Source: an optimization exercise on an open RTL-to-GDS flow (aim: small area and a short achievable clock period). Production flows keep margins and buffers that such runs may drop.
At most, simulation tests tie the RTL to the original design; equivalence was not proved.
Only the layout flow was run in runs 2 and 3; the RTL was not checked for function there.
Power is estimated from default activity; no workload was simulated.

==> design.v <==
module knaha_alu (
    input  wire [3:0]  op,    
    input  wire        sub,   
    input  wire [15:0] x,
    input  wire [15:0] y,
    output reg  [15:0] res
);
    wire [16:0] r  = {x[15], x} + {y[15], y} + {16'h0000, sub};
    wire        ov = r[16] ^ r[15];
    wire [15:0] rs = ov ? {r[16], {15{~r[16]}}} : r[15:0];
    wire        lt = r[16];                                   
    wire [15:0] nv = ~y;                                      
    wire        shl = (op == 4'h9);
    wire        fill = (op == 4'hA) & x[15];
    wire [15:0] s0;
    genvar k;
    generate for (k = 0; k < 16; k = k + 1) begin : rev_in
        assign s0[k] = shl ? x[15-k] : x[k];
    end endgenerate
    wire [15:0] s1 = y[0] ? {fill, s0[15:1]} : s0;
    wire [15:0] s2 = y[1] ? {{2{fill}}, s1[15:2]} : s1;
    wire [15:0] s3 = y[2] ? {{4{fill}}, s2[15:4]} : s2;
    wire [15:0] s4 = y[3] ? {{8{fill}}, s3[15:8]} : s3;
    wire [15:0] sh;
    generate for (k = 0; k < 16; k = k + 1) begin : rev_out
        assign sh[k] = shl ? s4[15-k] : s4[k];
    end endgenerate
    always @(*) begin
        case (op)
            4'h1: res = y;
            4'h2, 4'h3: res = r[15:0];
            4'h4, 4'h5, 4'hF: res = rs;
            4'h6: res = x & y;
            4'h7: res = x | y;
            4'h8: res = x ^ y;
            4'h9, 4'hA, 4'hB: res = sh;
            4'hC: res = lt ? x : nv;
            4'hD: res = lt ? nv : x;
            4'hE: res = y[15] ? nv : rs;
            default: res = 16'h0000;
        endcase
    end
endmodule
module knaha_mac (
    input  wire        clk,
    input  wire        rst,
    input  wire        trig,      
    input  wire        accum,     
    input  wire        neg,       
    input  wire [15:0] m1,
    input  wire [15:0] m2,
    output reg  [39:0] acc,
    output wire        ready,     
    output wire        ready_n,   
    output wire        ovf        
);
    reg        s1_v, s2_v;
    reg        s1_acc, s1_neg, s2_acc, s2_neg;
    reg [15:0] s1_m1, s1_m2;
    reg [31:0] s2_p;
    assign ready   = ~s1_v & ~s2_v;
    assign ready_n = ~trig & ~s1_v;
    wire [31:0] prod;
    knaha_booth u_mul (.a(s1_m1), .b(s1_m2), .p(prod));
    always @(posedge clk) begin
        if (rst) begin
            s1_v <= 1'b0;
            s2_v <= 1'b0;
        end else begin
            s1_v <= trig;
            s2_v <= s1_v;
        end
        s1_acc <= accum;
        s1_neg <= neg;
        s1_m1  <= m1;
        s1_m2  <= m2;
        s2_acc <= s1_acc;
        s2_neg <= s1_neg;
        s2_p   <= prod ^ {32{s1_neg}};
    end
    wire [39:0] xa = s2_acc ? acc : 40'h0;
    wire [40:0] sum;
    knaha_add #(41) u_acc_add (.a({xa[39], xa}), .b({{9{s2_p[31]}}, s2_p}), .ci(s2_neg), .s(sum));
    wire sum_ovf = sum[40] ^ sum[39];
    wire [39:0] sum_sat = sum_ovf ? {sum[40], {39{~sum[40]}}} : sum[39:0];
    assign ovf = s2_v & sum_ovf;
    always @(posedge clk) begin
        if (rst)
            acc <= 40'h0;
        else if (s2_v)
            acc <= sum_sat;
    end
endmodule
module knaha_booth (
    input  wire [15:0] a,
    input  wire [15:0] b,
    output wire [31:0] p
);
    wire [16:0] bx = {b, 1'b0};
    wire [16:0] ax = {a[15], a};
    wire [17:0] ay = {a[15], a, 1'b0};    
    wire one0 = bx[0] ^ bx[1];
    wire two0 = (bx[2] & ~bx[1] & ~bx[0]) | (~bx[2] & bx[1] & bx[0]);
    wire dn0 = bx[2];
    wire [16:0] sel0 = (({17{one0}} & ax) | ({17{two0}} & ay[16:0])) ^ {17{dn0}};
    wire one1 = bx[2] ^ bx[3];
    wire two1 = (bx[4] & ~bx[3] & ~bx[2]) | (~bx[4] & bx[3] & bx[2]);
    wire dn1 = bx[4];
    wire [16:0] sel1 = (({17{one1}} & ax) | ({17{two1}} & ay[16:0])) ^ {17{dn1}};
    wire one2 = bx[4] ^ bx[5];
    wire two2 = (bx[6] & ~bx[5] & ~bx[4]) | (~bx[6] & bx[5] & bx[4]);
    wire dn2 = bx[6];
    wire [16:0] sel2 = (({17{one2}} & ax) | ({17{two2}} & ay[16:0])) ^ {17{dn2}};
    wire one3 = bx[6] ^ bx[7];
    wire two3 = (bx[8] & ~bx[7] & ~bx[6]) | (~bx[8] & bx[7] & bx[6]);
    wire dn3 = bx[8];
    wire [16:0] sel3 = (({17{one3}} & ax) | ({17{two3}} & ay[16:0])) ^ {17{dn3}};
    wire one4 = bx[8] ^ bx[9];
    wire two4 = (bx[10] & ~bx[9] & ~bx[8]) | (~bx[10] & bx[9] & bx[8]);
    wire dn4 = bx[10];
    wire [16:0] sel4 = (({17{one4}} & ax) | ({17{two4}} & ay[16:0])) ^ {17{dn4}};
    wire one5 = bx[10] ^ bx[11];
    wire two5 = (bx[12] & ~bx[11] & ~bx[10]) | (~bx[12] & bx[11] & bx[10]);
    wire dn5 = bx[12];
    wire [16:0] sel5 = (({17{one5}} & ax) | ({17{two5}} & ay[16:0])) ^ {17{dn5}};
    wire one6 = bx[12] ^ bx[13];
    wire two6 = (bx[14] & ~bx[13] & ~bx[12]) | (~bx[14] & bx[13] & bx[12]);
    wire dn6 = bx[14];
    wire [16:0] sel6 = (({17{one6}} & ax) | ({17{two6}} & ay[16:0])) ^ {17{dn6}};
    wire one7 = bx[14] ^ bx[15];
    wire two7 = (bx[16] & ~bx[15] & ~bx[14]) | (~bx[16] & bx[15] & bx[14]);
    wire dn7 = bx[16];
    wire [16:0] sel7 = (({17{one7}} & ax) | ({17{two7}} & ay[16:0])) ^ {17{dn7}};
    wire hs0 = sel0[10] ^ sel1[8];
    wire hc0 = sel0[10] & sel1[8];
    wire hs1 = sel0[11] ^ sel1[9];
    wire hc1 = sel0[11] & sel1[9];
    wire fs2 = sel0[12] ^ sel1[10] ^ sel2[8];
    wire fc2 = (sel0[12] & sel1[10]) | (sel0[12] & sel2[8]) | (sel1[10] & sel2[8]);
    wire hs3 = sel3[6] ^ sel4[4];
    wire hc3 = sel3[6] & sel4[4];
    wire fs4 = sel0[13] ^ sel1[11] ^ sel2[9];
    wire fc4 = (sel0[13] & sel1[11]) | (sel0[13] & sel2[9]) | (sel1[11] & sel2[9]);
    wire hs5 = sel3[7] ^ sel4[5];
    wire hc5 = sel3[7] & sel4[5];
    wire fs6 = sel0[14] ^ sel1[12] ^ sel2[10];
    wire fc6 = (sel0[14] & sel1[12]) | (sel0[14] & sel2[10]) | (sel1[12] & sel2[10]);
    wire fs7 = sel3[8] ^ sel4[6] ^ sel5[4];
    wire fc7 = (sel3[8] & sel4[6]) | (sel3[8] & sel5[4]) | (sel4[6] & sel5[4]);
    wire hs8 = sel6[2] ^ sel7[0];
    wire hc8 = sel6[2] & sel7[0];
    wire fs9 = sel0[15] ^ sel1[13] ^ sel2[11];
    wire fc9 = (sel0[15] & sel1[13]) | (sel0[15] & sel2[11]) | (sel1[13] & sel2[11]);
    wire fs10 = sel3[9] ^ sel4[7] ^ sel5[5];
    wire fc10 = (sel3[9] & sel4[7]) | (sel3[9] & sel5[5]) | (sel4[7] & sel5[5]);
    wire hs11 = sel6[3] ^ sel7[1];
    wire hc11 = sel6[3] & sel7[1];
    wire fs12 = sel0[16] ^ sel1[14] ^ sel2[12];
    wire fc12 = (sel0[16] & sel1[14]) | (sel0[16] & sel2[12]) | (sel1[14] & sel2[12]);
    wire fs13 = sel3[10] ^ sel4[8] ^ sel5[6];
    wire fc13 = (sel3[10] & sel4[8]) | (sel3[10] & sel5[6]) | (sel4[8] & sel5[6]);
    wire hs14 = sel6[4] ^ sel7[2];
    wire hc14 = sel6[4] & sel7[2];
    wire fs15 = sel0[16] ^ sel1[15] ^ sel2[13];
    wire fc15 = (sel0[16] & sel1[15]) | (sel0[16] & sel2[13]) | (sel1[15] & sel2[13]);
    wire fs16 = sel3[11] ^ sel4[9] ^ sel5[7];
    wire fc16 = (sel3[11] & sel4[9]) | (sel3[11] & sel5[7]) | (sel4[9] & sel5[7]);
    wire hs17 = sel6[5] ^ sel7[3];
    wire hc17 = sel6[5] & sel7[3];
    wire fs18 = ~sel0[16] ^ ~sel1[16] ^ sel2[14];
    wire fc18 = (~sel0[16] & ~sel1[16]) | (~sel0[16] & sel2[14]) | (~sel1[16] & sel2[14]);
    wire fs19 = sel3[12] ^ sel4[10] ^ sel5[8];
    wire fc19 = (sel3[12] & sel4[10]) | (sel3[12] & sel5[8]) | (sel4[10] & sel5[8]);
    wire hs20 = sel6[6] ^ sel7[4];
    wire hc20 = sel6[6] & sel7[4];
    wire fs21 = 1'b1 ^ sel2[15] ^ sel3[13];
    wire fc21 = (1'b1 & sel2[15]) | (1'b1 & sel3[13]) | (sel2[15] & sel3[13]);
    wire fs22 = sel4[11] ^ sel5[9] ^ sel6[7];
    wire fc22 = (sel4[11] & sel5[9]) | (sel4[11] & sel6[7]) | (sel5[9] & sel6[7]);
    wire fs23 = ~sel2[16] ^ sel3[14] ^ sel4[12];
    wire fc23 = (~sel2[16] & sel3[14]) | (~sel2[16] & sel4[12]) | (sel3[14] & sel4[12]);
    wire hs24 = 1'b1 ^ sel3[15];
    wire hc24 = 1'b1 & sel3[15];
    wire hs25 = sel0[6] ^ sel1[4];
    wire hc25 = sel0[6] & sel1[4];
    wire hs26 = sel0[7] ^ sel1[5];
    wire hc26 = sel0[7] & sel1[5];
    wire fs27 = sel0[8] ^ sel1[6] ^ sel2[4];
    wire fc27 = (sel0[8] & sel1[6]) | (sel0[8] & sel2[4]) | (sel1[6] & sel2[4]);
    wire hs28 = sel3[2] ^ sel4[0];
    wire hc28 = sel3[2] & sel4[0];
    wire fs29 = sel0[9] ^ sel1[7] ^ sel2[5];
    wire fc29 = (sel0[9] & sel1[7]) | (sel0[9] & sel2[5]) | (sel1[7] & sel2[5]);
    wire hs30 = sel3[3] ^ sel4[1];
    wire hc30 = sel3[3] & sel4[1];
    wire fs31 = hs0 ^ sel2[6] ^ sel3[4];
    wire fc31 = (hs0 & sel2[6]) | (hs0 & sel3[4]) | (sel2[6] & sel3[4]);
    wire fs32 = sel4[2] ^ sel5[0] ^ dn5;
    wire fc32 = (sel4[2] & sel5[0]) | (sel4[2] & dn5) | (sel5[0] & dn5);
    wire fs33 = hs1 ^ sel2[7] ^ sel3[5];
    wire fc33 = (hs1 & sel2[7]) | (hs1 & sel3[5]) | (sel2[7] & sel3[5]);
    wire fs34 = sel4[3] ^ sel5[1] ^ hc0;
    wire fc34 = (sel4[3] & sel5[1]) | (sel4[3] & hc0) | (sel5[1] & hc0);
    wire fs35 = fs2 ^ hs3 ^ sel5[2];
    wire fc35 = (fs2 & hs3) | (fs2 & sel5[2]) | (hs3 & sel5[2]);
    wire fs36 = sel6[0] ^ dn6 ^ hc1;
    wire fc36 = (sel6[0] & dn6) | (sel6[0] & hc1) | (dn6 & hc1);
    wire fs37 = fs4 ^ hs5 ^ sel5[3];
    wire fc37 = (fs4 & hs5) | (fs4 & sel5[3]) | (hs5 & sel5[3]);
    wire fs38 = sel6[1] ^ fc2 ^ hc3;
    wire fc38 = (sel6[1] & fc2) | (sel6[1] & hc3) | (fc2 & hc3);
    wire fs39 = fs6 ^ fs7 ^ hs8;
    wire fc39 = (fs6 & fs7) | (fs6 & hs8) | (fs7 & hs8);
    wire fs40 = dn7 ^ fc4 ^ hc5;
    wire fc40 = (dn7 & fc4) | (dn7 & hc5) | (fc4 & hc5);
    wire fs41 = fs9 ^ fs10 ^ hs11;
    wire fc41 = (fs9 & fs10) | (fs9 & hs11) | (fs10 & hs11);
    wire fs42 = fc6 ^ fc7 ^ hc8;
    wire fc42 = (fc6 & fc7) | (fc6 & hc8) | (fc7 & hc8);
    wire fs43 = fs12 ^ fs13 ^ hs14;
    wire fc43 = (fs12 & fs13) | (fs12 & hs14) | (fs13 & hs14);
    wire fs44 = fc9 ^ fc10 ^ hc11;
    wire fc44 = (fc9 & fc10) | (fc9 & hc11) | (fc10 & hc11);
    wire fs45 = fs15 ^ fs16 ^ hs17;
    wire fc45 = (fs15 & fs16) | (fs15 & hs17) | (fs16 & hs17);
    wire fs46 = fc12 ^ fc13 ^ hc14;
    wire fc46 = (fc12 & fc13) | (fc12 & hc14) | (fc13 & hc14);
    wire fs47 = fs18 ^ fs19 ^ hs20;
    wire fc47 = (fs18 & fs19) | (fs18 & hs20) | (fs19 & hs20);
    wire fs48 = fc15 ^ fc16 ^ hc17;
    wire fc48 = (fc15 & fc16) | (fc15 & hc17) | (fc16 & hc17);
    wire fs49 = fs21 ^ fs22 ^ sel7[5];
    wire fc49 = (fs21 & fs22) | (fs21 & sel7[5]) | (fs22 & sel7[5]);
    wire fs50 = fc18 ^ fc19 ^ hc20;
    wire fc50 = (fc18 & fc19) | (fc18 & hc20) | (fc19 & hc20);
    wire fs51 = fs23 ^ sel5[10] ^ sel6[8];
    wire fc51 = (fs23 & sel5[10]) | (fs23 & sel6[8]) | (sel5[10] & sel6[8]);
    wire fs52 = sel7[6] ^ fc21 ^ fc22;
    wire fc52 = (sel7[6] & fc21) | (sel7[6] & fc22) | (fc21 & fc22);
    wire fs53 = hs24 ^ sel4[13] ^ sel5[11];
    wire fc53 = (hs24 & sel4[13]) | (hs24 & sel5[11]) | (sel4[13] & sel5[11]);
    wire fs54 = sel6[9] ^ sel7[7] ^ fc23;
    wire fc54 = (sel6[9] & sel7[7]) | (sel6[9] & fc23) | (sel7[7] & fc23);
    wire fs55 = ~sel3[16] ^ sel4[14] ^ sel5[12];
    wire fc55 = (~sel3[16] & sel4[14]) | (~sel3[16] & sel5[12]) | (sel4[14] & sel5[12]);
    wire fs56 = sel6[10] ^ sel7[8] ^ hc24;
    wire fc56 = (sel6[10] & sel7[8]) | (sel6[10] & hc24) | (sel7[8] & hc24);
    wire fs57 = 1'b1 ^ sel4[15] ^ sel5[13];
    wire fc57 = (1'b1 & sel4[15]) | (1'b1 & sel5[13]) | (sel4[15] & sel5[13]);
    wire hs58 = sel6[11] ^ sel7[9];
    wire hc58 = sel6[11] & sel7[9];
    wire fs59 = ~sel4[16] ^ sel5[14] ^ sel6[12];
    wire fc59 = (~sel4[16] & sel5[14]) | (~sel4[16] & sel6[12]) | (sel5[14] & sel6[12]);
    wire hs60 = 1'b1 ^ sel5[15];
    wire hc60 = 1'b1 & sel5[15];
    wire hs61 = sel0[4] ^ sel1[2];
    wire hc61 = sel0[4] & sel1[2];
    wire hs62 = sel0[5] ^ sel1[3];
    wire hc62 = sel0[5] & sel1[3];
    wire fs63 = hs25 ^ sel2[2] ^ sel3[0];
    wire fc63 = (hs25 & sel2[2]) | (hs25 & sel3[0]) | (sel2[2] & sel3[0]);
    wire fs64 = hs26 ^ sel2[3] ^ sel3[1];
    wire fc64 = (hs26 & sel2[3]) | (hs26 & sel3[1]) | (sel2[3] & sel3[1]);
    wire fs65 = fs27 ^ hs28 ^ dn4;
    wire fc65 = (fs27 & hs28) | (fs27 & dn4) | (hs28 & dn4);
    wire fs66 = fs29 ^ hs30 ^ fc27;
    wire fc66 = (fs29 & hs30) | (fs29 & fc27) | (hs30 & fc27);
    wire fs67 = fs31 ^ fs32 ^ fc29;
    wire fc67 = (fs31 & fs32) | (fs31 & fc29) | (fs32 & fc29);
    wire fs68 = fs33 ^ fs34 ^ fc31;
    wire fc68 = (fs33 & fs34) | (fs33 & fc31) | (fs34 & fc31);
    wire fs69 = fs35 ^ fs36 ^ fc33;
    wire fc69 = (fs35 & fs36) | (fs35 & fc33) | (fs36 & fc33);
    wire fs70 = fs37 ^ fs38 ^ fc35;
    wire fc70 = (fs37 & fs38) | (fs37 & fc35) | (fs38 & fc35);
    wire fs71 = fs39 ^ fs40 ^ fc37;
    wire fc71 = (fs39 & fs40) | (fs39 & fc37) | (fs40 & fc37);
    wire fs72 = fs41 ^ fs42 ^ fc39;
    wire fc72 = (fs41 & fs42) | (fs41 & fc39) | (fs42 & fc39);
    wire fs73 = fs43 ^ fs44 ^ fc41;
    wire fc73 = (fs43 & fs44) | (fs43 & fc41) | (fs44 & fc41);
    wire fs74 = fs45 ^ fs46 ^ fc43;
    wire fc74 = (fs45 & fs46) | (fs45 & fc43) | (fs46 & fc43);
    wire fs75 = fs47 ^ fs48 ^ fc45;
    wire fc75 = (fs47 & fs48) | (fs47 & fc45) | (fs48 & fc45);
    wire fs76 = fs49 ^ fs50 ^ fc47;
    wire fc76 = (fs49 & fs50) | (fs49 & fc47) | (fs50 & fc47);
    wire fs77 = fs51 ^ fs52 ^ fc49;
    wire fc77 = (fs51 & fs52) | (fs51 & fc49) | (fs52 & fc49);
    wire fs78 = fs53 ^ fs54 ^ fc51;
    wire fc78 = (fs53 & fs54) | (fs53 & fc51) | (fs54 & fc51);
    wire fs79 = fs55 ^ fs56 ^ fc53;
    wire fc79 = (fs55 & fs56) | (fs55 & fc53) | (fs56 & fc53);
    wire fs80 = fs57 ^ hs58 ^ fc55;
    wire fc80 = (fs57 & hs58) | (fs57 & fc55) | (hs58 & fc55);
    wire fs81 = fs59 ^ sel7[10] ^ fc57;
    wire fc81 = (fs59 & sel7[10]) | (fs59 & fc57) | (sel7[10] & fc57);
    wire fs82 = hs60 ^ sel6[13] ^ sel7[11];
    wire fc82 = (hs60 & sel6[13]) | (hs60 & sel7[11]) | (sel6[13] & sel7[11]);
    wire fs83 = ~sel5[16] ^ sel6[14] ^ sel7[12];
    wire fc83 = (~sel5[16] & sel6[14]) | (~sel5[16] & sel7[12]) | (sel6[14] & sel7[12]);
    wire hs84 = 1'b1 ^ sel6[15];
    wire hc84 = 1'b1 & sel6[15];
    wire hs85 = sel0[2] ^ sel1[0];
    wire hc85 = sel0[2] & sel1[0];
    wire hs86 = sel0[3] ^ sel1[1];
    wire hc86 = sel0[3] & sel1[1];
    wire fs87 = hs61 ^ sel2[0] ^ dn2;
    wire fc87 = (hs61 & sel2[0]) | (hs61 & dn2) | (sel2[0] & dn2);
    wire fs88 = hs62 ^ sel2[1] ^ hc61;
    wire fc88 = (hs62 & sel2[1]) | (hs62 & hc61) | (sel2[1] & hc61);
    wire fs89 = fs63 ^ dn3 ^ hc62;
    wire fc89 = (fs63 & dn3) | (fs63 & hc62) | (dn3 & hc62);
    wire fs90 = fs64 ^ hc25 ^ fc63;
    wire fc90 = (fs64 & hc25) | (fs64 & fc63) | (hc25 & fc63);
    wire fs91 = fs65 ^ hc26 ^ fc64;
    wire fc91 = (fs65 & hc26) | (fs65 & fc64) | (hc26 & fc64);
    wire fs92 = fs66 ^ hc28 ^ fc65;
    wire fc92 = (fs66 & hc28) | (fs66 & fc65) | (hc28 & fc65);
    wire fs93 = fs67 ^ hc30 ^ fc66;
    wire fc93 = (fs67 & hc30) | (fs67 & fc66) | (hc30 & fc66);
    wire fs94 = fs68 ^ fc32 ^ fc67;
    wire fc94 = (fs68 & fc32) | (fs68 & fc67) | (fc32 & fc67);
    wire fs95 = fs69 ^ fc34 ^ fc68;
    wire fc95 = (fs69 & fc34) | (fs69 & fc68) | (fc34 & fc68);
    wire fs96 = fs70 ^ fc36 ^ fc69;
    wire fc96 = (fs70 & fc36) | (fs70 & fc69) | (fc36 & fc69);
    wire fs97 = fs71 ^ fc38 ^ fc70;
    wire fc97 = (fs71 & fc38) | (fs71 & fc70) | (fc38 & fc70);
    wire fs98 = fs72 ^ fc40 ^ fc71;
    wire fc98 = (fs72 & fc40) | (fs72 & fc71) | (fc40 & fc71);
    wire fs99 = fs73 ^ fc42 ^ fc72;
    wire fc99 = (fs73 & fc42) | (fs73 & fc72) | (fc42 & fc72);
    wire fs100 = fs74 ^ fc44 ^ fc73;
    wire fc100 = (fs74 & fc44) | (fs74 & fc73) | (fc44 & fc73);
    wire fs101 = fs75 ^ fc46 ^ fc74;
    wire fc101 = (fs75 & fc46) | (fs75 & fc74) | (fc46 & fc74);
    wire fs102 = fs76 ^ fc48 ^ fc75;
    wire fc102 = (fs76 & fc48) | (fs76 & fc75) | (fc48 & fc75);
    wire fs103 = fs77 ^ fc50 ^ fc76;
    wire fc103 = (fs77 & fc50) | (fs77 & fc76) | (fc50 & fc76);
    wire fs104 = fs78 ^ fc52 ^ fc77;
    wire fc104 = (fs78 & fc52) | (fs78 & fc77) | (fc52 & fc77);
    wire fs105 = fs79 ^ fc54 ^ fc78;
    wire fc105 = (fs79 & fc54) | (fs79 & fc78) | (fc54 & fc78);
    wire fs106 = fs80 ^ fc56 ^ fc79;
    wire fc106 = (fs80 & fc56) | (fs80 & fc79) | (fc56 & fc79);
    wire fs107 = fs81 ^ hc58 ^ fc80;
    wire fc107 = (fs81 & hc58) | (fs81 & fc80) | (hc58 & fc80);
    wire fs108 = fs82 ^ fc59 ^ fc81;
    wire fc108 = (fs82 & fc59) | (fs82 & fc81) | (fc59 & fc81);
    wire fs109 = fs83 ^ hc60 ^ fc82;
    wire fc109 = (fs83 & hc60) | (fs83 & fc82) | (hc60 & fc82);
    wire fs110 = hs84 ^ sel7[13] ^ fc83;
    wire fc110 = (hs84 & sel7[13]) | (hs84 & fc83) | (sel7[13] & fc83);
    wire fs111 = ~sel6[16] ^ sel7[14] ^ hc84;
    wire fc111 = (~sel6[16] & sel7[14]) | (~sel6[16] & hc84) | (sel7[14] & hc84);
    wire hs112 = 1'b1 ^ sel7[15];
    wire hc112 = 1'b1 & sel7[15];
    wire [31:0] ra = {1'b1, ~sel7[16], hs112, fs111, fs110, fs109, fs108, fs107, fs106, fs105, fs104, fs103, fs102, fs101, fs100, fs99, fs98, fs97, fs96, fs95, fs94, fs93, fs92, fs91, fs90, fs89, fs88, fs87, hs86, hs85, sel0[1], sel0[0]};
    wire [31:0] rb = {1'b0, hc112, fc111, fc110, fc109, fc108, fc107, fc106, fc105, fc104, fc103, fc102, fc101, fc100, fc99, fc98, fc97, fc96, fc95, fc94, fc93, fc92, fc91, fc90, fc89, fc88, fc87, hc86, hc85, dn1, 1'b0, dn0};
    knaha_add #(32) u_cpa (.a(ra), .b(rb), .ci(1'b0), .s(p));
endmodule
module knaha_add #(parameter W = 8) (
    input  wire [W-1:0] a,
    input  wire [W-1:0] b,
    input  wire         ci,
    output wire [W-1:0] s
);
    function integer half_pow2(input integer n);     
        integer k;
        begin
            half_pow2 = 1;
            for (k = 1; k < n; k = k * 2)
                half_pow2 = k;
        end
    endfunction
    localparam integer DS = half_pow2(W);              
    reg [W-1:0] g, p;
    integer d, i;
    always @(*) begin
        p = a ^ b;
        g = a & b;
        g[0] = g[0] | (p[0] & ci);
        for (d = 1; d < W; d = d * 2)
            for (i = 2 * d - 1; i < W; i = i + 2 * d) begin
                g[i] = g[i] | (p[i] & g[i-d]);
                p[i] = p[i] & p[i-d];
            end
        for (d = DS; d >= 1; d = d / 2)
            for (i = 3 * d - 1; i < W; i = i + 2 * d) begin
                g[i] = g[i] | (p[i] & g[i-d]);
                p[i] = p[i] & p[i-d];
            end
    end
    assign s = (a ^ b) ^ {g[W-2:0], ci};
endmodule
module knaha_exec (
    input  wire        clk,
    input  wire        rst,         
    input  wire        mode_init,   
    input  wire [31:0] instr,       
    input  wire [15:0] ext_a,       
    input  wire [15:0] ext_b,       
    input  wire [15:0] dx,          
    input  wire [15:0] dy,          
    output wire        wa_en,       
    output wire [7:0]  wa_dst,
    output wire [15:0] wa_data,
    output wire        wb_en,       
    output wire [7:0]  wb_dst,
    output wire [15:0] wb_data,
    output wire        dmac_go,     
    output wire [3:0]  pred         
);
    reg [15:0] gp [0:15];
    reg [15:0] alu_a;
    reg [3:0]  alu_op_r;     
    reg        alu_sub_r;
    reg [15:0] alu_x_r;
    reg [15:0] alu_y_r;
    reg [15:0] cmp_a;
    reg [1:0]  cmp_p;
    reg [15:0] mac_a;
    reg [2:0]  g;            
    reg        g3;           
    reg        mode;         
    reg        st_drop, st_ovf;
    wire [39:0] acc;
    wire        mac_ready;
    wire [15:0] alu_res;
    wire g3_eff = mode ? mac_ready : g3;
    wire [3:0] gv = {g3_eff, g};
    assign pred = gv;
    wire        paired = instr[31];
    wire        imm    = ~paired & instr[26];
    wire [7:0]  src_a = paired ? {2'b00, instr[28:23]} : instr[25:18];
    wire [7:0]  dst_a = paired ? {1'b0, instr[22:16]}
                               : (imm ? instr[9:2] : instr[17:10]);
    wire [5:0]  src_b = instr[13:8];
    wire [6:0]  dst_b = instr[7:1];
    reg ca;
    always @(*) begin
        case (instr[29:27])
            3'd0: ca = 1'b1;
            3'd1: ca = gv[0];
            3'd2: ca = gv[1];
            3'd3: ca = gv[2];
            3'd4: ca = gv[3];
            3'd5: ca = gv[0] & gv[1];
            3'd6: ca = gv[2] & gv[3];
            default: ca = gv[0] | gv[1];
        endcase
    end
    wire ga_long  = instr[30] ^ ca;
    wire ga_short = short_ok(instr[30:29], gv[1:0]);
    wire gb_short = short_ok(instr[15:14], gv[1:0]);
    function short_ok(input [1:0] c, input [1:0] p);
        case (c)
            2'd0: short_ok = 1'b1;
            2'd1: short_ok = p[0];
            2'd2: short_ok = p[1];
            default: short_ok = ~p[0];
        endcase
    endfunction
    wire exec_a = ~rst & (paired ? ga_short : ga_long);
    wire exec_b = ~rst & paired & gb_short;
    wire [26:0] sq;                                     
    knaha_add #(27) u_sat_inc (.a({acc[39], acc[39:14]}), .b(27'd0), .ci(1'b1), .s(sq));
    wire        sq_ok = (sq[26:17] == {10{sq[16]}});
    wire [15:0] mac_sat = sq_ok ? sq[16:1] : {sq[26], {15{~sq[26]}}};
    wire [15:0] mac_stat = {12'h000, mac_ready, mode, st_drop, st_ovf};
    localparam NS = 29;
    function [NS-1:0] src_dec(input [7:0] s);
        integer j;
        reg hi0;
        begin
            hi0 = s[7:6] == 2'b00;
            for (j = 0; j < 16; j = j + 1)
                src_dec[j] = s == 8'h08 + ((j - 8) & 15);    
            src_dec[16] = s == 8'h18;                         
            src_dec[17] = s == 8'h19;                         
            src_dec[18] = s == 8'h1A;                         
            src_dec[19] = s == 8'h1B;                         
            src_dec[20] = s == 8'h1C;                         
            src_dec[21] = s == 8'h1D;                         
            src_dec[22] = (s >= 8'h1E && s <= 8'h30) || s == 8'h32;   
            src_dec[23] = s == 8'h31;                         
            src_dec[24] = hi0 && s[5:2] == 4'h0 && (s[1:0] != 2'b00);  
            src_dec[25] = hi0 && s[5:1] == 5'b00001;          
            src_dec[26] = hi0 && (s[5:0] == 6'h02 || s[5:0] == 6'h04);  
            src_dec[27] = 1'b0;
            src_dec[28] = 1'b0;
        end
    endfunction
    function [15:0] src_mux(input [NS-1:0] d, input [15:0] ext);
        integer j;
        begin
            src_mux = 16'h0000;
            for (j = 0; j < 16; j = j + 1)
                src_mux = src_mux | (gp[j] & {16{d[j]}});
            src_mux = src_mux
                | (alu_res               & {16{d[16]}})
                | ({12'h000, gv}         & {16{d[17]}})
                | (acc[31:16]            & {16{d[18]}})
                | (acc[15:0]             & {16{d[19]}})
                | (mac_sat               & {16{d[20]}})
                | ({{8{acc[39]}}, acc[39:32]} & {16{d[21]}})
                | (ext                   & {16{d[22]}})
                | (mac_stat              & {16{d[23]}})
                | {d[26], {14{d[25]}}, d[24]};
        end
    endfunction
    wire [NS-1:0] sd_a = src_dec(src_a) & {NS{~imm}};
    wire [15:0] val_a = src_mux(sd_a, ext_a) | (instr[25:10] & {16{imm}});
    wire [15:0] val_b = src_mux(src_dec({2'b00, src_b}), ext_b);
    assign wa_en   = exec_a;
    assign wa_dst  = dst_a;
    assign wa_data = val_a;
    assign wb_en   = exec_b;
    assign wb_dst  = {1'b0, dst_b};
    assign wb_data = val_b;
    function wsel_b(input [7:0] d);
        wsel_b = exec_b && {1'b0, dst_b} == d;
    endfunction
    function wsel_a(input [7:0] d);
        wsel_a = exec_a && dst_a == d && !(exec_b && {1'b0, dst_b} == d);
    endfunction
    function [15:0] wr16(input [15:0] q, input sb, input sa);
        wr16 = (q & {16{~(sb | sa)}}) | (val_b & {16{sb}}) | (val_a & {16{sa}});
    endfunction
    wire [15:0] alu_a_n = wr16(alu_a, wsel_b(8'h18), wsel_a(8'h18));
    wire [15:0] cmp_a_n = wr16(cmp_a, wsel_b(8'h28), wsel_a(8'h28));
    wire [15:0] mac_a_n = wr16(mac_a, wsel_b(8'h34), wsel_a(8'h34));
    wire [15:0] cmp_p_w = wr16({14'h0, cmp_p}, wsel_b(8'h29), wsel_a(8'h29));
    wire [1:0]  cmp_p_n = cmp_p_w[1:0];
    wire mode_wr_b = wsel_b(8'h3B);
    wire mode_wr_a = wsel_a(8'h3B);
    wire mode_n = mode_wr_b ? (val_b == 16'd1) :
                  mode_wr_a ? (val_a == 16'd1) : mode;
    wire alu_tb = exec_b && dst_b >= 7'h19 && dst_b <= 7'h27;
    wire alu_ta = exec_a && dst_a >= 8'h19 && dst_a <= 8'h27 && !alu_tb;
    wire        alu_t  = alu_tb | alu_ta;
    wire [3:0]  alu_op = alu_tb ? {~dst_b[3], dst_b[2:0]} : {~dst_a[3], dst_a[2:0]};
    wire cmp_tb = exec_b && dst_b >= 7'h2A && dst_b <= 7'h33;
    wire cmp_ta = exec_a && dst_a >= 8'h2A && dst_a <= 8'h33 && !cmp_tb;
    wire        cmp_t  = cmp_tb | cmp_ta;
    wire [3:0]  cmp_op = cmp_tb ? dst_b[3:0] : dst_a[3:0];
    wire [15:0] cmp_v  = (val_b & {16{cmp_tb}}) | (val_a & {16{~cmp_tb}});
    wire mac_tb = exec_b && dst_b >= 7'h35 && dst_b <= 7'h3A;
    wire mac_ta = exec_a && dst_a >= 8'h35 && dst_a <= 8'h3A && !mac_tb;
    wire        mac_t  = mac_tb | mac_ta;
    wire [2:0]  mac_op = mac_tb ? dst_b[2:0] : dst_a[2:0];    
    wire [15:0] mac_v  = (val_b & {16{mac_tb}}) | (val_a & {16{~mac_tb}});
    knaha_alu u_alu (.op(alu_op_r), .sub(alu_sub_r), .x(alu_x_r), .y(alu_y_r),
                     .res(alu_res));
    wire alu_neg = (alu_op == 4'hE) | (alu_op == 4'hF);     
    wire alu_sub = (alu_op == 4'h3) | (alu_op == 4'h5) | (alu_op == 4'hC) |
                   (alu_op == 4'hD) | alu_neg;
    wire [15:0] alu_v = (val_b & {16{alu_tb}}) | (val_a & {16{~alu_tb}});
    wire [15:0] alu_x = alu_a_n & {16{~alu_neg}};
    wire [15:0] alu_y = alu_v ^ {16{alu_sub}};
    reg [15:0] tl, tg;
    integer t, u;
    always @(*) begin
        tl = {1'b0, ~cmp_a_n[14:0] & cmp_v[14:0]};
        tg = {1'b0, cmp_a_n[14:0] & ~cmp_v[14:0]};
        for (t = 8; t >= 1; t = t / 2)
            for (u = 0; u < t; u = u + 1) begin
                tl[u] = tl[2*u+1] | (~tg[2*u+1] & tl[2*u]);
                tg[u] = tg[2*u+1] | (~tl[2*u+1] & tg[2*u]);
            end
    end
    wire        l15 = ~cmp_a_n[15] & cmp_v[15];
    wire        g15 = cmp_a_n[15] & ~cmp_v[15];
    wire        ltu = l15 | (~g15 & tl[0]);
    wire        lts = g15 | (~l15 & tl[0]);
    wire        eq  = ~(l15 | g15 | tl[0] | tg[0]);
    reg cmp_r;
    always @(*) begin
        case (cmp_op)
            4'hA: cmp_r = lts;
            4'hB: cmp_r = lts | eq;
            4'hC: cmp_r = eq;
            4'hD: cmp_r = ~eq;
            4'hE: cmp_r = ~lts;
            4'hF: cmp_r = ~(lts | eq);
            4'h0: cmp_r = ltu;
            4'h1: cmp_r = ~ltu;
            default: cmp_r = cmp_v != 16'd0;       
        endcase
    end
    wire       pset = cmp_t && cmp_op == 4'h3;
    wire [3:0] pwr_en  = !cmp_t ? 4'b0000 :
                         pset   ? 4'b1111 : (4'b0001 << cmp_p_n);
    wire [3:0] pwr_val = pset ? cmp_v[3:0] : {4{cmp_r}};
    wire mac_drop = mac_t & mode & ~mac_ready;
    wire mac_acc  = mac_t & ~mac_drop;
    wire mac_ovf;
    wire ready_n;    
    wire op_dmac = mac_op == 3'd0;
    assign dmac_go = mac_acc && op_dmac;
    reg        k_acc, k_neg;
    reg [15:0] k_m1, k_m2;
    always @(*) begin
        k_m1 = mac_a_n;
        k_m2 = mac_v;
        case (mac_op)
            3'd5: begin k_acc = 1'b0; k_neg = 1'b0; end           
            3'd6: begin k_acc = 1'b1; k_neg = 1'b0; end           
            3'd7: begin k_acc = 1'b1; k_neg = 1'b1; end           
            3'd0: begin                                           
                k_m1 = dx; k_m2 = dy;
                k_acc = ~mac_v[4]; k_neg = mac_v[5];
            end
            3'd1: begin                                           
                k_m1 = 16'h8000; k_acc = 1'b0; k_neg = 1'b1;
            end
            default: begin                                        
                k_m2 = 16'h0000; k_acc = 1'b0; k_neg = 1'b0;
            end
        endcase
    end
    knaha_mac u_mac (
        .clk(clk), .rst(rst),
        .trig(mac_acc), .accum(k_acc), .neg(k_neg), .m1(k_m1), .m2(k_m2),
        .acc(acc), .ready(mac_ready), .ready_n(ready_n), .ovf(mac_ovf)
    );
    integer i;
    always @(posedge clk) begin
        for (i = 0; i < 16; i = i + 1)
            gp[i] <= wr16(gp[i] & {16{~rst}}, wsel_b(8'h08 + i), wsel_a(8'h08 + i));
        alu_a <= alu_a_n & {16{~rst}};
        cmp_a <= cmp_a_n & {16{~rst}};
        cmp_p <= cmp_p_n & {2{~rst}};
        mac_a <= mac_a_n & {16{~rst}};
        if (rst)
            alu_op_r <= 4'h0;        
        else if (alu_t)
            alu_op_r <= alu_op;
        if (alu_t) begin
            alu_sub_r <= alu_sub;
            alu_x_r   <= alu_x;
            alu_y_r   <= alu_y;
        end
        if (rst) begin
            g       <= 3'b000;
            g3      <= mode_init;    
            mode    <= mode_init;
            st_drop <= 1'b0;
            st_ovf  <= 1'b0;
        end else begin
            for (i = 0; i < 3; i = i + 1)
                if (pwr_en[i])
                    g[i] <= pwr_val[i];
            if (mode_n)
                g3 <= ready_n;
            else if (!mode && pwr_en[3])
                g3 <= pwr_val[3];
            mode <= mode_n;
            if (mac_drop)
                st_drop <= 1'b1;
            if (mac_ovf)
                st_ovf <= 1'b1;
        end
    end
endmodule
==> flow/run.sh <==
#!/bin/bash
# The standard layout with a freer resizer: cells may change footprint, port
# buffers start as buf_2 and delay cells are not used. The synthesis is the
# standard one, run unchanged.
set -euo pipefail
DU="$(sed -n '/^export DONT_USE_CELLS += /,/^#/p' $FLOW_HOME/platforms/sky130hd/config.mk | grep -o 'sky130_fd_sc_hd__[a-z0-9_]*' | tr '\n' ' ')"
DU="$DU sky130_fd_sc_hd__clkdlybuf4s15_1 sky130_fd_sc_hd__clkdlybuf4s15_2 sky130_fd_sc_hd__clkdlybuf4s18_1 sky130_fd_sc_hd__clkdlybuf4s18_2 sky130_fd_sc_hd__clkdlybuf4s25_1 sky130_fd_sc_hd__clkdlybuf4s25_2 sky130_fd_sc_hd__clkdlybuf4s50_1 sky130_fd_sc_hd__clkdlybuf4s50_2 sky130_fd_sc_hd__dlygate4sd1_1 sky130_fd_sc_hd__dlygate4sd2_1 sky130_fd_sc_hd__dlygate4sd3_1 sky130_fd_sc_hd__dlymetal6s2s_1 sky130_fd_sc_hd__dlymetal6s4s_1 sky130_fd_sc_hd__dlymetal6s6s_1"
echo "DONT_USE_CELLS=$DU" > dont_use.log
bash standard.sh synth > synth_run.log 2>&1
bash standard.sh MATCH_CELL_FOOTPRINT=0 "DONT_USE_CELLS=$DU" \
    "BUFFER_PORTS_ARGS=-buffer_cell sky130_fd_sc_hd__buf_2" finish > finish_run.log 2>&1
==> standard.sh <==
#!/bin/bash
# synth_recipe.tcl (not shown) runs the flow's synth.tcl, then flattens the netlist and writes it again
# the make line also repeats each setting of config.mk as NAME=value (left out here)
make -C /OpenROAD-flow-scripts/flow DESIGN_CONFIG=/design/flow/config.mk WORK_HOME=/design/flow/orfs CLKGATE_MAP_FILE= SYNTH_SCRIPT=/design/flow/synth_recipe.tcl "${@:-finish}"
==> config.mk <==
export PLATFORM = sky130hd
export DESIGN_NAME = knaha_exec
export DESIGN_NICKNAME = knaha_exec
export VERILOG_FILES = /design/flow/design.v
export SDC_FILE = /design/flow/constraint.sdc
export NUM_CORES = 4
export LEC_CHECK = 0
export ABC_AREA = 1
export CAP_MARGIN = 30
export CORE_MARGIN = 2
export CORE_UTILIZATION = 50
export PLACE_DENSITY = 0.6
export SETUP_SLACK_MARGIN = 4.0
export SLEW_MARGIN = 30
==> constraint.sdc <==
create_clock -name core_clock -period 11.0 [get_ports {clk}]
set_input_delay 2.2000 -clock core_clock [delete_from_list [all_inputs] [get_ports {clk}]]
set_output_delay 2.2000 -clock core_clock [all_outputs]
set_load 0.01 [all_outputs]
==> flow_results.xml, run 1 <==
<?xml version="1.0" encoding="UTF-8"?>
<metrics>
  <group name="yosys">
    <metric name="mapped_avg_cell_area" unit="um^2">6.79</metric>
    <metric name="synthCells" unit="">5513</metric>
    <metric name="synth.yosys.seq_area_share" unit="%">25.5</metric>
    <metric name="ys_seq_elements" unit="">460</metric>
    <metric name="synth_nets" unit="">5873</metric>
    <metric name="async_reset_ff_share" unit="%">0</metric>
    <metric name="yosys_warnings" unit="">7</metric>
    <metric name="ys_top_cells_by_count" unit="">nand2_1 (1342), inv_1 (744), dfxtp_1 (426)</metric>
    <metric name="synth.cell_area" unit="mm^2">0.0374</metric>
    <metric name="netlist.area_leader.share" unit="%">22.8</metric>
    <metric name="synth.area.top_cells" unit="">dfxtp_1 (23%), nand2_1 (13%), inv_1 (7.5%)</metric>
    <metric name="synth_cell_type_count" unit="">66</metric>
    <metric name="yosysTopAreaCell" unit="">dfxtp_1</metric>
    <metric name="synth.most_common_cell" unit="">nand2_1</metric>
    <metric name="synthFlopType" unit="">dfxtp_1</metric>
    <metric name="synth-edff-count" unit="">34</metric>
  </group>
  <group name="global_route">
    <metric name="number_of_antenna_violations_at_the_first_check_in_global_routing" unit="">30</metric>
    <metric name="layer_with_the_highest_usage" unit="">met2</metric>
    <metric name="via_count_of_the_first_global_routing_pass" unit="">41600</metric>
    <metric name="grt_first_pass_wirelength" unit="mm">319</metric>
    <metric name="grt.met3_usage" unit="%">33.8</metric>
    <metric name="grtUsageMet2" unit="%">76.6</metric>
    <metric name="grt_remaining_overflow" unit="">0</metric>
    <metric name="grt_start_max_net_pins" unit="">57</metric>
    <metric name="grtUsageMet1" unit="%">69.3</metric>
    <metric name="globalRouteTotalUtil" unit="%">58.7</metric>
  </group>
  <group name="floorplanning">
    <metric name="fp.coreArea" unit="mm^2">0.0743</metric>
    <metric name="die_y" unit="um">278</metric>
    <metric name="io_pins" unit="">154</metric>
    <metric name="num_rows" unit="">100</metric>
    <metric name="die_area" unit="mm^2">0.0771</metric>
    <metric name="initial_utilization" unit="%">50.4</metric>
    <metric name="floorplan.die.width" unit="um">278</metric>
  </group>
  <group name="worst_setup_path">
    <metric name="timing_worst_setup_path_type" unit="">input pin to output pin</metric>
    <metric name="path_cells" unit="">buf_2 -&gt; o21ai_2 -&gt; nand2_2 -&gt; nor2_8 -&gt; buf_8 -&gt; nand2_8 -&gt; inv_8 -&gt; nand2_8 -&gt; o211ai_1 -&gt; nor2_1 -&gt; nand3_4 -&gt; buf_2</metric>
    <metric name="timing.critical_path.max_delay_family" unit="">compound AO/OA/AOI/OAI gates</metric>
    <metric name="critPathArrivalTime" unit="ps">5140</metric>
    <metric name="critPathRequiredTime" unit="ps">8800</metric>
    <metric name="cp-end-kind" unit="">output pin</metric>
    <metric name="critPathSlowestCell" unit="">o211ai_1</metric>
    <metric name="crit_path_start_kind" unit="">input pin</metric>
    <metric name="critical_path.max_stage_delay" unit="ps">1010</metric>
    <metric name="timing.critical_path.fanout_max" unit="">9</metric>
    <metric name="worstPathBufferInverterCount" unit="">4</metric>
  </group>
  <group name="final_layout">
    <metric name="syn2layout_area_growth" unit="%">20.0</metric>
    <metric name="drive_gt1_share" unit="%">15.3</metric>
    <metric name="nFillCells" unit="">6925</metric>
    <metric name="postLayoutCoreUtil" unit="%">60.4</metric>
    <metric name="area.sequential" unit="mm^2">0.00958</metric>
    <metric name="fin_nets" unit="">6199</metric>
    <metric name="final_cells" unit="">6888</metric>
    <metric name="multi_input_gate_area_in_the_final_layout" unit="mm^2">0.0259</metric>
  </group>
  <group name="place">
    <metric name="dp.final_hpwl" unit="mm">171</metric>
    <metric name="placedCellCount" unit="">6479</metric>
    <metric name="port_buffers" unit="">151</metric>
    <metric name="placer_congestion" unit="">1.28</metric>
  </group>
  <group name="status">
    <metric name="outcome" unit="">no timing/DRC/antenna violations</metric>
  </group>
  <group name="clocking">
    <metric name="cts_buffer_depth" unit="">3</metric>
    <metric name="cts_htree_levels" unit="">2</metric>
    <metric name="cts_made_buffers" unit="">54</metric>
    <metric name="clkSlewWorstSetupHoldPaths" unit="ps">60</metric>
    <metric name="cts.root.buffer_cell" unit="">clkbuf_16</metric>
    <metric name="numClockSinks" unit="">460</metric>
    <metric name="tritoncts_clock_tree" unit="">yes</metric>
    <metric name="clk_latency" unit="ps">680</metric>
    <metric name="postCtsHoldBufs" unit="">0</metric>
  </group>
  <group name="worst_hold_path">
    <metric name="min_path_type" unit="">flip-flop to flip-flop</metric>
  </group>
  <group name="timing">
    <metric name="rsz0062_at_grt" unit="">true</metric>
    <metric name="setup_total_negative_slack" unit="ps">0</metric>
    <metric name="report.final.hold_viol_count" unit="">0</metric>
    <metric name="layout_min_cycle_time" unit="ps">7340</metric>
    <metric name="fin_worst_skew" unit="ps">49.2</metric>
    <metric name="setup_viol" unit="">0</metric>
    <metric name="max_slew_violations" unit="">0</metric>
    <metric name="max-slew-margin-rel" unit="%">14.9</metric>
    <metric name="share_of_the_cycle_needed_by_the_critical_path_after_routing" unit="%">66.7</metric>
    <metric name="maxClockFrequency" unit="GHz">0.136</metric>
    <metric name="tightest_slew" unit="ps">1270</metric>
  </group>
  <group name="flow_run">
    <metric name="drv_cap" unit="">0</metric>
  </group>
  <group name="pwr">
    <metric name="power_frac_seq" unit="%">23.6</metric>
    <metric name="comb_power_share" unit="%">52.9</metric>
    <metric name="switching_power" unit="uW">3900</metric>
    <metric name="static-leakage-power" unit="uW">0.0191</metric>
    <metric name="power_report.internal_total" unit="uW">4380</metric>
    <metric name="clock_power_share" unit="%">23.5</metric>
    <metric name="power_switching_share" unit="%">47.0</metric>
    <metric name="peakVddDrop" unit="V">0.000818</metric>
    <metric name="total_power" unit="uW">8280</metric>
    <metric name="power_per_cell_area" unit="mW/mm^2">184</metric>
  </group>
  <group name="drt">
    <metric name="wirelength" unit="mm">235</metric>
    <metric name="drtAntennaViolNets" unit="">0</metric>
    <metric name="avgViaCountPerCell" unit="">6.93</metric>
    <metric name="detail_route.drc_violations" unit="">0</metric>
    <metric name="drt-wirelength-per-cell" unit="um">34.1</metric>
    <metric name="detailedRoute.firstIterationViolations" unit="">9390</metric>
    <metric name="detailroute.via_count" unit="">47800</metric>
    <metric name="dr.pass1.iters" unit="">11</metric>
  </group>
</metrics>
path summary, 6_finish.rpt:
| kind | start | endpoint | slack [ps] | cells past startpoint |
|---|---|---|---|---|
| worst max register to register | alu_op_r[1] | g3 | 4010 | 36 |
| worst min-delay path | u_mac.s1_acc | u_mac.s2_acc | 330 | 0 |
| worst min register to register | u_mac.s1_acc | u_mac.s2_acc | 330 | 0 |
| worst max-delay path | instr[24] | wa_data[3] | 3660 | 12 |
final cells by class:
type	instances	area share (%)
Antenna cell	36	0.201
Clock buffer	79	3.46
Clock inverter	21	0.646
Inverter	809	7.25
Multi-Input combinational cell	3974	57.6
Sequential cell	460	21.3
Tap cell	969	2.70
Timing Repair Buffer	537	6.84
Timing Repair inverter	3	0.0334
cell families (layout without fill, tap and decap cells):
kind of cell | after synthesis | after routing | share of synthesized area, %
buffers and inverters | 1082 | 1449 | 11.2
flip-flops | 460 | 460 | 25.5
multiplexers | 2 | 2 | 0.0535
adder cells (fa/ha/maj) | 261 | 261 | 11.2
other | 1 | 37 | 0.0100
XOR/XNOR | 230 | 230 | 5.38
AND/OR/NAND/NOR | 2271 | 2274 | 25.4
AO/OA/AOI/OAI | 1206 | 1206 | 21.3
worst reg2reg max path, delay by kind of cell (launching register included):
family,cells,cell delay (ps)
and+or+nand+nor,32,4520
DFF,1,540
AOI/OAI and AO/OA,1,390
buffers and inverters,3,1280
power by group through the flow:
stage | Sequential [uW] | Combinational [uW] | Clock, uW
floorplan | 1910 | 2390 | 0
global placement | 1980 | 3650 | 0
detailed placement | 1980 | 3780 | 0
CTS | 1940 | 3960 | 1910
global route | 1960 | 4620 | 1970
finish | 1950 | 4380 | 1940
timing repair:
item	in CTS	in global routing
gates resized for setup	395	228
setup buffers	135	130
endpoints found under the setup margin	160	81
endpoints found under the hold margin	0	0
pin swaps	51	79
gates cloned	4	2
stage by stage:
step           hold slack (ps)  area, um^2  setup WS [ps]
6_report                   330       44900           3660
5_1_grt                    338       44900           3860
4_1_cts                    329       43200           3900
3_5_place_dp               315       39000           1900
3_3_place_gp               312       38900           1990
2_1_floorplan              310       37400           4280
state kept, by name, summed over array words and instances, names as in the netlist, 2 cells and up:
register,count
gp,256
u_mac.acc,40
u_mac.s2_p,32
alu_a,16
alu_x_r,16
alu_y_r,16
cmp_a,16
mac_a,16
u_mac.s1_m1,16
u_mac.s1_m2,16
alu_op_r,4
g,3
cmp_p,2
per-layer routing:
layer | up-vias | part of all wire, %
met5 | - | 0.78
met4 | 32 | 10
met3 | 1441 | 19
met2 | 4963 | 36
met1 | 22000 | 34
li1 | 19300 | -
cells in the final DEF, fill, tap and decap left out, types with 22 or more instances in the layout:
| master | n |
|---|---|
| nand2_1 | 1278 |
| inv_1 | 694 |
| dfxtp_1 | 415 |
| nor2_1 | 352 |
| nand3_1 | 313 |
| buf_2 | 258 |
| o21ai_0 | 239 |
| o22ai_1 | 232 |
| xor2_1 | 192 |
| o221ai_1 | 190 |
| buf_1 | 156 |
| a21oi_1 | 145 |
| ha_1 | 131 |
| fa_1 | 123 |
| o211ai_1 | 73 |
| a22oi_1 | 62 |
| clkbuf_16 | 55 |
| buf_6 | 51 |
| clkinvlp_4 | 41 |
| inv_2 | 41 |
| nand2_2 | 40 |
| a221oi_1 | 40 |
| nand4_1 | 39 |
| nor3_1 | 37 |
| xnor2_1 | 37 |
| diode_2 | 36 |
| nor2_2 | 34 |
| edfxtp_1 | 34 |
| nor2_4 | 33 |
| o21ai_1 | 32 |
| nand2_4 | 30 |
| a31oi_1 | 25 |
| a211oi_1 | 23 |
| clkbuf_2 | 23 |
| nand3_4 | 22 |
==> inputs of run 2 (changes only) <==
--- a/design.v
+++ b/design.v
@@ -360,5 +360,5 @@
     wire [31:0] ra = {1'b1, ~sel7[16], hs112, fs111, fs110, fs109, fs108, fs107, fs106, fs105, fs104, fs103, fs102, fs101, fs100, fs99, fs98, fs97, fs96, fs95, fs94, fs93, fs92, fs91, fs90, fs89, fs88, fs87, hs86, hs85, sel0[1], sel0[0]};
     wire [31:0] rb = {1'b0, hc112, fc111, fc110, fc109, fc108, fc107, fc106, fc105, fc104, fc103, fc102, fc101, fc100, fc99, fc98, fc97, fc96, fc95, fc94, fc93, fc92, fc91, fc90, fc89, fc88, fc87, hc86, hc85, dn1, 1'b0, dn0};
-    knaha_add #(32) u_cpa (.a(ra), .b(rb), .ci(1'b0), .s(p));
+    assign p = ra + rb;
 endmodule
 module knaha_add #(parameter W = 8) (
@@ -368,13 +368,5 @@
     output wire [W-1:0] s
 );
-    function integer half_pow2(input integer n);     
-        integer k;
-        begin
-            half_pow2 = 1;
-            for (k = 1; k < n; k = k * 2)
-                half_pow2 = k;
-        end
-    endfunction
-    localparam integer DS = half_pow2(W);              
+    localparam integer DS = (1 << $clog2(W)) / 2;    
     reg [W-1:0] g, p;
     integer d, i;
@@ -512,5 +504,7 @@
         end
     endfunction
-    wire [NS-1:0] sd_a = src_dec(src_a) & {NS{~imm}};
+    wire [NS-1:0] sd_long  = src_dec(instr[25:18]);
+    wire [NS-1:0] sd_short = src_dec({2'b00, instr[28:23]});
+    wire [NS-1:0] sd_a = paired ? sd_short : (sd_long & {NS{~instr[26]}});
     wire [15:0] val_a = src_mux(sd_a, ext_a) | (instr[25:10] & {16{imm}});
     wire [15:0] val_b = src_mux(src_dec({2'b00, src_b}), ext_b);
==> run.sh (new file) <==
#!/bin/bash
# synth_recipe.tcl (not shown) runs the flow's synth.tcl, then flattens the netlist and writes it again
# the make line also repeats each setting of config.mk as NAME=value (left out here)
make -C /OpenROAD-flow-scripts/flow DESIGN_CONFIG=/design/flow/config.mk WORK_HOME=/design/flow/orfs CLKGATE_MAP_FILE= SYNTH_SCRIPT=/design/flow/synth_recipe.tcl finish
--- a/config.mk
+++ b/config.mk
@@ -7,8 +7,8 @@
 export LEC_CHECK = 0
 export ABC_AREA = 1
-export CAP_MARGIN = 30
+export CAP_MARGIN = 20
 export CORE_MARGIN = 2
 export CORE_UTILIZATION = 50
-export PLACE_DENSITY = 0.6
-export SETUP_SLACK_MARGIN = 4.0
-export SLEW_MARGIN = 30
+export PLACE_DENSITY = 0.65
+export SETUP_SLACK_MARGIN = 3.5
+export SLEW_MARGIN = 20
removed: flow/run.sh
removed: standard.sh
==> run 2 against run 1 <==
Still clean on timing, DRC and antenna. Sequential share of layout area grew 0.083 points. Fmax shrank 4.2%. Non-clock buffer count down 150. Largest cell class unchanged. Largest power group unchanged.
==> flow_results.xml, run 2 <==
<?xml version="1.0" encoding="UTF-8"?>
<metrics>
  <group name="place">
    <metric name="detailedPlace.worstSlack" unit="ps">1660</metric>
    <metric name="dp.final_hpwl" unit="mm">156</metric>
    <metric name="placer_congestion" unit="">1.13</metric>
    <metric name="port_buffers" unit="">151</metric>
    <metric name="cell_area_after_placement" unit="mm^2">0.0404</metric>
  </group>
  <group name="clocking">
    <metric name="cts_buffer_depth" unit="">3</metric>
    <metric name="cts.root.buffer_cell" unit="">clkbuf_16</metric>
    <metric name="clkSlewWorstSetupHoldPaths" unit="ps">60</metric>
    <metric name="clk_latency" unit="ps">670</metric>
    <metric name="cts_made_buffers" unit="">53</metric>
    <metric name="numClockSinks" unit="">460</metric>
    <metric name="postCtsHoldBufs" unit="">0</metric>
    <metric name="tritoncts_clock_tree" unit="">yes</metric>
    <metric name="cts_htree_levels" unit="">2</metric>
  </group>
  <group name="yosys">
    <metric name="synth.yosys.seq_area_share" unit="%">25.1</metric>
    <metric name="netlist.area_leader.share" unit="%">22.4</metric>
    <metric name="synth.area.top_cells" unit="">dfxtp_1 (22%), nand2_1 (15%), inv_1 (6.7%)</metric>
    <metric name="synthFlopType" unit="">dfxtp_1</metric>
    <metric name="ys_top_cells_by_count" unit="">nand2_1 (1500), inv_1 (682), dfxtp_1 (426)</metric>
    <metric name="synth.most_common_cell" unit="">nand2_1</metric>
    <metric name="synth_nets" unit="">5938</metric>
    <metric name="synth-edff-count" unit="">34</metric>
    <metric name="yosys_warnings" unit="">6</metric>
    <metric name="synth.cell_area" unit="mm^2">0.0380</metric>
    <metric name="yosysTopAreaCell" unit="">dfxtp_1</metric>
    <metric name="mapped_avg_cell_area" unit="um^2">6.80</metric>
    <metric name="synthCells" unit="">5592</metric>
    <metric name="async_reset_ff_share" unit="%">0</metric>
    <metric name="ys_seq_elements" unit="">460</metric>
    <metric name="synth_cell_type_count" unit="">80</metric>
  </group>
  <group name="final_layout">
    <metric name="drive_gt1_share" unit="%">11.8</metric>
    <metric name="commonest_non_fill_non_tap_cell_in_the_layout" unit="">nand2_1</metric>
    <metric name="syn2layout_area_growth" unit="%">17.6</metric>
    <metric name="largestRegisters" unit="">gp: 256 flops, u_mac.acc: 40 flops, u_mac.s2_p: 32 flops</metric>
    <metric name="fin_nets" unit="">6120</metric>
    <metric name="number_of_flip_flops_in_the_largest_register" unit="">256</metric>
    <metric name="nFillCells" unit="">7253</metric>
    <metric name="layout.cell_area.non_filler" unit="mm^2">0.0447</metric>
    <metric name="layout.cells.most_common_list" unit="">nand2_1 (1467), inv_1 (656), dfxtp_1 (417), nor2_1 (344), nand3_1 (317)</metric>
    <metric name="registers.top_by_ff_count" unit="">gp</metric>
  </group>
  <group name="timing">
    <metric name="max_slew_violations" unit="">0</metric>
    <metric name="fin_worst_skew" unit="ps">59.2</metric>
    <metric name="maxClockFrequency" unit="GHz">0.131</metric>
    <metric name="report.final.hold_viol_count" unit="">0</metric>
    <metric name="setup_slack" unit="ps">3340</metric>
    <metric name="rsz0062_at_grt" unit="">true</metric>
    <metric name="layout_min_cycle_time" unit="ps">7660</metric>
    <metric name="tightest_slew" unit="ps">1340</metric>
    <metric name="setup_total_negative_slack" unit="ps">0</metric>
    <metric name="max-slew-margin-rel" unit="%">9.87</metric>
    <metric name="share_of_the_cycle_needed_by_the_critical_path_after_routing" unit="%">69.6</metric>
    <metric name="setup_viol" unit="">0</metric>
    <metric name="fin_hold_ws" unit="ps">329</metric>
  </group>
  <group name="drt">
    <metric name="wirelength" unit="mm">214</metric>
    <metric name="detailedRoute.firstIterationViolations" unit="">7758</metric>
    <metric name="drtAntennaViolNets" unit="">0</metric>
    <metric name="avgViaCountPerCell" unit="">6.76</metric>
    <metric name="dr.pass1.iters" unit="">9</metric>
    <metric name="detail_route.drc_violations" unit="">0</metric>
    <metric name="detailroute.via_count" unit="">46100</metric>
    <metric name="drt-wirelength-per-cell" unit="um">31.5</metric>
  </group>
  <group name="worst_setup_path">
    <metric name="cp-end-kind" unit="">output pin</metric>
    <metric name="timing.critical_path.fanout_max" unit="">11</metric>
    <metric name="timing_worst_setup_path_type" unit="">input pin to output pin</metric>
    <metric name="critPathRequiredTime" unit="ps">8800</metric>
    <metric name="critPathArrivalTime" unit="ps">5460</metric>
    <metric name="crit_path_start_kind" unit="">input pin</metric>
  </group>
  <group name="global_route">
    <metric name="grt_first_pass_wirelength" unit="mm">295</metric>
    <metric name="grt_remaining_overflow" unit="">0</metric>
    <metric name="number_of_antenna_violations_at_the_first_check_in_global_routing" unit="">26</metric>
    <metric name="globalRouteTotalUtil" unit="%">52.6</metric>
    <metric name="via_count_of_the_first_global_routing_pass" unit="">41500</metric>
    <metric name="grt_start_max_net_pins" unit="">64</metric>
  </group>
  <group name="floorplanning">
    <metric name="initial_utilization" unit="%">50.3</metric>
    <metric name="die_y" unit="um">280</metric>
    <metric name="die_area" unit="mm^2">0.0782</metric>
    <metric name="fp.coreArea" unit="mm^2">0.0756</metric>
    <metric name="floorplan.die.width" unit="um">280</metric>
    <metric name="io_pins" unit="">154</metric>
    <metric name="num_rows" unit="">101</metric>
  </group>
  <group name="status">
    <metric name="outcome" unit="">no timing/DRC/antenna violations</metric>
  </group>
  <group name="pwr">
    <metric name="power_report.internal_total" unit="uW">4550</metric>
    <metric name="comb_power_share" unit="%">53.1</metric>
    <metric name="power_switching_share" unit="%">44.9</metric>
    <metric name="power_per_cell_area" unit="mW/mm^2">185</metric>
    <metric name="power_frac_seq" unit="%">23.6</metric>
    <metric name="static-leakage-power" unit="uW">0.0194</metric>
    <metric name="switching_power" unit="uW">3710</metric>
    <metric name="clock_power_share" unit="%">23.3</metric>
    <metric name="peakVddDrop" unit="V">0.000316</metric>
  </group>
  <group name="flow_run">
    <metric name="drv_cap" unit="">0</metric>
  </group>
  <group name="worst_hold_path">
    <metric name="min_path_type" unit="">flip-flop to flip-flop</metric>
  </group>
</metrics>
run 2: logic make-up (layout without fill, tap and decap cells):
family          Yosys count  after routing  synth area share [%]
buf+inv                1025           1247                  10.6
other cells               1             21               0.00987
simple gates           2458           2461                  27.3
mux                       2              2                0.0527
compound gates         1153           1154                  20.9
flops                   460            460                  25.1
xor+xnor                246            246                  5.67
fa+ha+maj               247            247                  10.3
run 2: final cells by class:
class	instances	area, um^2	area share [%]
timing repair buffer	387	3470	7.76
timing repair inverter	3	15.0	0.0336
multi-input combinational	4111	25600	57.2
antenna	20	50.0	0.112
clock inverter	33	360	0.806
inverter	758	2960	6.62
clock buffer	66	1490	3.33
sequential	460	9560	21.4
tap	978	1220	2.74
run 2: per-stage QoR:
stage                     std cells  power [uW]  util [%]
after CTS                      6729        8070      57.7
final                          6816        8260      59.1
after detailed placement       6557        6120      53.5
after floorplan                5592        4900         -
after global routing           6797        8760      59.1
after global placement         6556        6050      53.5
run 2: power groups by stage:
stage | Combinational [uW] | Clock, uW | Sequential (uW)
floorplan | 2970 | 0 | 1930
finish | 4390 | 1930 | 1950
global route | 4840 | 1960 | 1960
global placement | 4070 | 0 | 1980
detailed placement | 4140 | 0 | 1980
CTS | 4230 | 1900 | 1940
run 2: layer usage:
metal | vias up | wire length (um) | track usage (%)
met2 | 4121 | 82000 | 72.1
met4 | 24 | 20200 | 37.8
li1 | 19400 | - | -
met5 | - | 338 | 0.250
met1 | 21500 | 75800 | 64.5
met3 | 1098 | 36000 | 23.9
run 2: timing repair:
item                                    CTS  global route
cloned                                    4             4
endpoints found under the setup margin   35            35
setup buffers                            69            62
resized for setup                       216           144
pin swaps                                32            31
run 2: final timing paths:
path | from | end | slack [ps] | depth (start not counted)
max | instr[20] | wa_data[2] | 3340 | 16
max reg2reg | u_mac.s1_m2[7] | u_mac.s2_p[30] | 3920 | 22
min reg2reg | u_mac.s1_acc | u_mac.s2_acc | 330 | 0
min | u_mac.s1_acc | u_mac.s2_acc | 330 | 0
run 2: critical path: stages:
cell and delay, ps:
clkdlybuf4s18_2 380, inv_1 150, nand2_1 160, inv_1 190, nand2_1 130, o22ai_4 620
nand2_1 110, nand4_1 130, nor2_1 50, nand2_1 130, nor2_1 70, nand2_2 190
inv_1 80, nand2_1 70, buf_4 200, clkdlybuf4s50_1 560
==> inputs of run 3 (changes only) <==
==> flow/run.sh (new file) <==
#!/bin/bash
# The standard layout, with the resizer free to change a cell's footprint
# (so port buffers and other cells can be resized to any buffer/drive).
# The synthesis is the standard one, run unchanged.
set -euo pipefail
bash standard.sh synth > synth_run.log 2>&1
bash standard.sh MATCH_CELL_FOOTPRINT=0 finish > finish_run.log 2>&1
==> standard.sh (new file) <==
#!/bin/bash
# synth_recipe.tcl (not shown) runs the flow's synth.tcl, then flattens the netlist and writes it again
# the make line also repeats each setting of config.mk as NAME=value (left out here)
make -C /OpenROAD-flow-scripts/flow DESIGN_CONFIG=/design/flow/config.mk WORK_HOME=/design/flow/orfs CLKGATE_MAP_FILE= SYNTH_SCRIPT=/design/flow/synth_recipe.tcl "${@:-finish}"
removed: run.sh
==> run 3 against run 2 <==
Area after synthesis is the same. Power up 0.43%. Global-route usage is essentially flat. Critical path type unchanged. Largest cell class unchanged. Highest routed layer unchanged.
==> flow_results.xml, run 3 <==
<?xml version="1.0" encoding="UTF-8"?>
<metrics>
  <group name="yosys">
    <metric name="async_reset_ff_share" unit="%">0</metric>
    <metric name="synth.yosys.seq_area_share" unit="%">25.1</metric>
    <metric name="ys_top_cells_by_count" unit="">nand2_1 (1500), inv_1 (682), dfxtp_1 (426)</metric>
  </group>
  <group name="timing">
    <metric name="report.final.hold_viol_count" unit="">0</metric>
    <metric name="fin_hold_ws" unit="ps">328</metric>
    <metric name="fin_worst_skew" unit="ps">55.4</metric>
  </group>
  <group name="global_route">
    <metric name="via_count_of_the_first_global_routing_pass" unit="">41600</metric>
    <metric name="globalRouteTotalUtil" unit="%">52.6</metric>
    <metric name="grt_first_pass_wirelength" unit="mm">295</metric>
  </group>
  <group name="clocking">
    <metric name="cts_buffer_depth" unit="">3</metric>
    <metric name="cts_made_buffers" unit="">53</metric>
  </group>
  <group name="final_layout">
    <metric name="largestRegisters" unit="">gp: 256 flops, u_mac.acc: 40 flops, u_mac.s2_p: 32 flops</metric>
    <metric name="layout.cells.most_common_list" unit="">nand2_1 (1473), inv_1 (660), dfxtp_1 (418), nor2_1 (344), nand3_1 (317)</metric>
    <metric name="postLayoutCoreUtil" unit="%">58.7</metric>
    <metric name="drive_gt1_share" unit="%">11.0</metric>
  </group>
  <group name="worst_setup_path">
    <metric name="timing_worst_setup_path_type" unit="">input pin to output pin</metric>
    <metric name="timing.critical_path.max_delay_family" unit="">buffers and inverters</metric>
    <metric name="crit_path_start_kind" unit="">input pin</metric>
  </group>
  <group name="pwr">
    <metric name="clock_power_share" unit="%">23.5</metric>
    <metric name="power_report.internal_total" unit="uW">4590</metric>
  </group>
  <group name="worst_hold_path">
    <metric name="min_path_type" unit="">flip-flop to flip-flop</metric>
  </group>
  <group name="status">
    <metric name="outcome" unit="">no timing/DRC/antenna violations</metric>
  </group>
  <group name="floorplanning">
    <metric name="die_y" unit="um">280</metric>
  </group>
</metrics>
run 3: cell count changes in the layout (fill, tap and decap cells not counted), moves of 5 or more:
cell / delta
dlymetal6s2s_1: +11
buf_4: -16
inv_2: +5
dlygate4sd2_1: -5
diode_2: -6
inv_4: -6
clkbuf_2: +5
nand2_1: +6
nor2_2: +6
nor2_4: -6
nand2_2: -6
run 3: per-layer routing:
| layer | track usage [%] | up-vias | share of wire (%) |
|---|---|---|---|
| li1 | - | 19300 | - |
| met1 | 64.5 | 21500 | 35 |
| met2 | 71.9 | 4109 | 38 |
| met3 | 23.8 | 1132 | 17 |
| met4 | 38.1 | 22 | 9.6 |
| met5 | 3.44 | - | 0.23 |
run 3: cells by family after synthesis:
group / synth area share, %
other: 0.00987
flip-flops: 25.1
AND/OR/NAND/NOR: 27.3
multiplexers: 0.0527
buffers and inverters: 10.6
AO/OA/AOI/OAI: 20.9
XOR/XNOR: 5.67
adder cells (fa/ha/maj): 10.3
run 3: repair_timing:
action,4_1_cts,5_1_grt
gates resized for setup,188,96
setup buffers,65,46
gates cloned,3,4
endpoints found under the setup margin,35,34
pin swaps,26,27
run 3: final timing paths:
path	startpoint	end	slack, ps	depth (start not counted)
max	instr[21]	wa_data[2]	3310	16
min	u_mac.s1_acc	u_mac.s2_acc	330	0
max reg2reg	u_mac.s1_m2[1]	u_mac.s2_p[30]	3930	26
min reg2reg	u_mac.s1_acc	u_mac.s2_acc	330	0
run 3: area by class of cell:
cell class	instances	area [um^2]
Inverter	758	2920
Clock inverter	25	307
Antenna cell	14	35.0
Timing Repair inverter	3	15.0
Multi-Input combinational cell	4110	25400
Fill cell	7297	31200
Clock buffer	73	1580
Sequential cell	460	9560
Timing Repair Buffer	366	3300
Tap cell	978	1220
run 3: stage by stage:
step | instances | setup WS [ps] | instance area [um^2] | total power [uW]
2_1_floorplan | 5592 | 4580 | 38000 | 4900
3_3_place_gp | 6556 | 1620 | 40400 | 6050
3_5_place_dp | 6557 | 1660 | 40400 | 6130
4_1_cts | 6723 | 3460 | 43600 | 8100
5_1_grt | 6774 | 3330 | 44300 | 8800
6_report | 6787 | 3310 | 44400 | 8300
run 3: power groups by stage:
stage          clock network, uW  logic, uW  registers [uW]
2_1_floorplan                  0       2970            1930
3_3_place_gp                   0       4070            1980
3_5_place_dp                   0       4150            1980
4_1_cts                     1930       4220            1940
5_1_grt                     1990       4850            1960
6_report                    1950       4400            1950

Setup slack of run 3, layout unchanged: 3.314 ns with ideal ports, 3.290 ns with driving cells assumed (clock clkbuf_16, inputs buf_2), 3.290 ns with port delays also shifted by the 0.712 ns mid clock arrival.
